This design comes from an exercise in tuning for small area and a short achievable clock period on the open sky130 flow, not from production work.
The RTL was checked by simulation tests, not by an equivalence proof against the original design.
No activity file was given, so power comes from the tool's default toggle rates.

build 55:
Design fp_narrow, start of the top module:
module fp_narrow (
    input  wire        clk,
    input  wire        rst,           
    input  wire        in_valid,
    input  wire [31:0] in_x,          
    input  wire [3:0]  in_fmt,        
    input  wire [2:0]  in_rmode,      
    input  wire        in_sat,        
    input  wire [15:0] in_r,          
    output reg         out_valid,
    output reg  [15:0] out_y,         
    output reg         out_ovf,       
    output reg         out_nan,       
    output reg         out_err        
);
    wire a_bf  = in_fmt == 4'h1;
    wire a_h   = in_fmt == 4'h2;
    wire a_e43 = in_fmt == 4'h3;
    wire a_e52 = in_fmt == 4'h4;
    wire a_e32 = in_fmt == 4'h7;
    wire a_e23 = in_fmt == 4'h8;
    wire a_e21 = in_fmt == 4'h9;
    wire a_int = in_fmt == 4'hA;
    wire a_fok = a_bf | a_h | a_e43 | a_e52 | a_e32 | a_e23 | a_e21 | a_int;
    wire a_finf = a_bf | a_h | a_e52;             
    wire a_rne = in_rmode == 3'd0;
    wire a_rup = in_rmode == 3'd2;
    wire a_rdn = in_rmode == 3'd3;
    wire a_sr  = in_rmode == 3'd4;
    wire a_err = ~a_fok | (in_rmode > 3'd4);
    wire        a_s    = in_x[31];
    wire [7:0]  ex     = in_x[30:23];
    wire [22:0] fr     = in_x[22:0];
    wire        ex_z   = ex == 8'h00;
    wire        ex_o   = ex == 8'hFF;
    wire        fr_z   = fr == 23'd0;
    wire [7:0]  eeff   = {ex[7:1], ex[0] | ex_z};
    reg [4:0] kq;         
    reg [4:0] rmin;
    reg       normal, allout;
    always @* begin
        kq = 5'd5; rmin = 5'd3; normal = 1'b1; allout = 1'b0;
        if (a_h)   begin kq = 5'd18; rmin = 5'd0; normal = eeff >= 8'd113; allout = eeff < 8'd84;  end
        if (a_e43) begin kq = 5'd1;  rmin = 5'd7; normal = eeff >= 8'd121; allout = eeff < 8'd100; end
        if (a_e52) begin kq = 5'd26; rmin = 5'd8; normal = eeff >= 8'd113; allout = eeff < 8'd92;  end
        if (a_e32) begin kq = 5'd6;  rmin = 5'd8; normal = eeff >= 8'd125; allout = eeff < 8'd104; end
        if (a_e23) begin kq = 5'd7;  rmin = 5'd7; normal = eeff >= 8'd127; allout = eeff < 8'd104; end
  ...
Size in the first run: roughly 90 flip-flops, roughly 79 I/O pins, roughly 6200 um2 of cells after synthesis.
==> flow/config.mk <==
export PLATFORM = sky130hd
export DESIGN_NAME = fp_narrow
export DESIGN_NICKNAME = fp_narrow
export VERILOG_FILES = /design/flow/design.v
export SDC_FILE = /design/flow/constraint.sdc
export NUM_CORES = 4
export LEC_CHECK = 0
export ABC_AREA = 1
export CAP_MARGIN = 20
export CORE_MARGIN = 2
export CORE_UTILIZATION = 40
export CTS_BUF_LIST = sky130_fd_sc_hd__clkbuf_8
export SLEW_MARGIN = 20
==> flow/constraint.sdc <==
create_clock -name core_clock -period 14.0 [get_ports {clk}]
set_input_delay 2.8000 -clock core_clock [delete_from_list [all_inputs] [get_ports {clk}]]
set_output_delay 2.8000 -clock core_clock [all_outputs]
set_load 0.01 [all_outputs]
standard.sh (not shown) runs the stock make flow with config.mk's settings and CLKGATE_MAP_FILE= SYNTH_SCRIPT=/design/flow/synth_recipe.tcl, a recipe that flattens the netlist after the stock synthesis.
==> flow/flow/run.sh <==
#!/bin/bash
# The standard layout, with plain buf_1 cells (not delay buffers) on the ports,
# and timing repair asked for 9.6 ns of setup margin (the clock and the
# constraints are the design's).
set -euo pipefail
export BUFFER_PORTS_ARGS="-buffer_cell sky130_fd_sc_hd__buf_1"
export SETUP_SLACK_MARGIN=9.6
bash standard.sh > make_finish.log 2>&1
The inputs of build 15 differ from those of build 55 as listed below.
--- a/flow/flow/run.sh
+++ b/flow/flow/run.sh
@@ -3,2 +3,2 @@
-# and timing repair asked for 9.6 ns of setup margin (the clock and the
-# constraints are the design's).
+# and timing repair asked for 10 ns of setup margin (the clock and the
+# constraints are the design's), by resizing gates and swapping pins only.
@@ -7 +7,2 @@
-export SETUP_SLACK_MARGIN=9.6
+export SETUP_SLACK_MARGIN=10
+export SETUP_MOVE_SEQUENCE=unbuffer,sizeup,swap
Between build 15 and build 55, it is build 15 whose power after layout is lower, by about 0.66%.
Build 15 against build 55: critical path depth moved up, wire length after detailed routing about even.
Build 15 and build 55 ended up with nearly the same flip-flop and latch power.
Measured against each other, build 15 and build 55 differ in clock-buffer cell count, the lower figure coming from build 55.
Against build 55, build 15 comes in 12 higher on number of cells upsized or downsized after cts.
Delta (build 15 minus build 55): power per unit of standard cell area went down about 2.4%; peak supply drop went down 0.0040 mV.
--- input diff build 15..build 77 ---
# build 15
export LEC_CHECK = 0
export ABC_AREA = 1
export CAP_MARGIN = 20
export CORE_MARGIN = 2
export CORE_UTILIZATION = 40
export CTS_BUF_LIST = sky130_fd_sc_hd__clkbuf_8
export SLEW_MARGIN = 20
create_clock -name core_clock -period 14.0 [get_ports {clk}]
# build 77
export LEC_CHECK = 0
export ABC_AREA = 1
export CAP_MARGIN = 20
export CORE_MARGIN = 2
export CORE_UTILIZATION = 60
export CTS_BUF_LIST = sky130_fd_sc_hd__clkbuf_8
export SLEW_MARGIN = 20
create_clock -name core_clock -period 14.0 [get_ports {clk}]
--- a/flow/flow/run.sh
+++ b/flow/flow/run.sh
@@ -4 +4 @@
-# constraints are the design's), by resizing gates and swapping pins only.
+# constraints are the design's).
@@ -8 +7,0 @@
-export SETUP_MOVE_SEQUENCE=unbuffer,sizeup,swap
Findings:
- Post-layout minimum cycle time, build 77 and build 15, higher one = build 15.
- | worst hold-check slack | build 77 vs build 15 | better |
- | register fraction of the total cell area | higher: build 15 |
- Comparing build 77 and build 15, the lower global routing usage on met2 is on build 15.
## Diff of input files: build 22 against build 77
# build 77
export LEC_CHECK = 0
export ABC_AREA = 1
export CAP_MARGIN = 20
export CORE_MARGIN = 2
export CORE_UTILIZATION = 60
export CTS_BUF_LIST = sky130_fd_sc_hd__clkbuf_8
export SLEW_MARGIN = 20
create_clock -name core_clock -period 14.0 [get_ports {clk}]
# build 22
export LEC_CHECK = 0
export ABC_AREA = 1
export CAP_MARGIN = 20
export CORE_MARGIN = 2
export CORE_UTILIZATION = 40
export CTS_BUF_LIST = sky130_fd_sc_hd__clkbuf_8
export SLEW_MARGIN = 20
create_clock -name core_clock -period 14.0 [get_ports {clk}]
--- a/flow/flow/run.sh
+++ b/flow/flow/run.sh
@@ -3 +3 @@
-# and timing repair asked for 10 ns of setup margin (the clock and the
+# and timing repair asked for 10.3 ns of setup margin (the clock and the
@@ -7 +7 @@
-export SETUP_SLACK_MARGIN=10
+export SETUP_SLACK_MARGIN=10.3
--- outcome ---
Taking build 77 as the reference, in build 22 area growth from synthesis to final layout climbed 12 points; ratio of cells with drive above 1 in the final layout went up; non-clock buffer count climbed 23%. met2 routing resource usage after global routing was higher in build 77 than in build 22. Per the comparison of build 22 with build 77, reported combinational group power went up by 16%; fill cell instance count of the final layout saw an increase. Cmp build 22 vs build 77: combinational fraction of design power higher in build 22. The run with more routed wire is build 22, not build 77. Critical path data required time (lower): build 77. Non-filler instance count after layout (build 22 over build 77): increase, 6.1%. Compare build 22 and build 77 | total power of the final layout lower: build 77.

## what the ideal ports hide
Ports are ideal in the flow. The routed layouts listed here were re-timed in OpenROAD. Step 1: set_driving_cell puts a clkbuf_16 on clk and a buf_2 on each other input, an assumption about the parent block. Step 2, shift: input delay + t, output delay - t, t = (earliest + latest rising clock arrival at the registers) / 2. This alone moves slack from input paths to output paths. Slacks: ideal / step 1 / step 2; pairs: ideal / step 1.
run	shift t [ns]	slack for setup (ns)	worst hold slack (ns)	worst data-port slew with drivers (ns)
build 55	0.419	9.912 / 9.928 / 9.509	0.421 / 0.421 / 0.421	0.04
build 15	0.422	9.965 / 9.965 / 9.650	0.406 / 0.406 / 0.406	0.04
build 77	0.413	10.023 / 10.031 / 9.618	0.413 / 0.413 / 0.413	0.03
build 22	0.417	10.117 / 10.112 / 9.695	0.413 / 0.413 / 0.413	0.07
After both steps setup and hold are still met in every run listed. For build 22, which loses most, drivers alone change the setup slack by -0.005 ns; drivers and shift together by -0.422 ns.
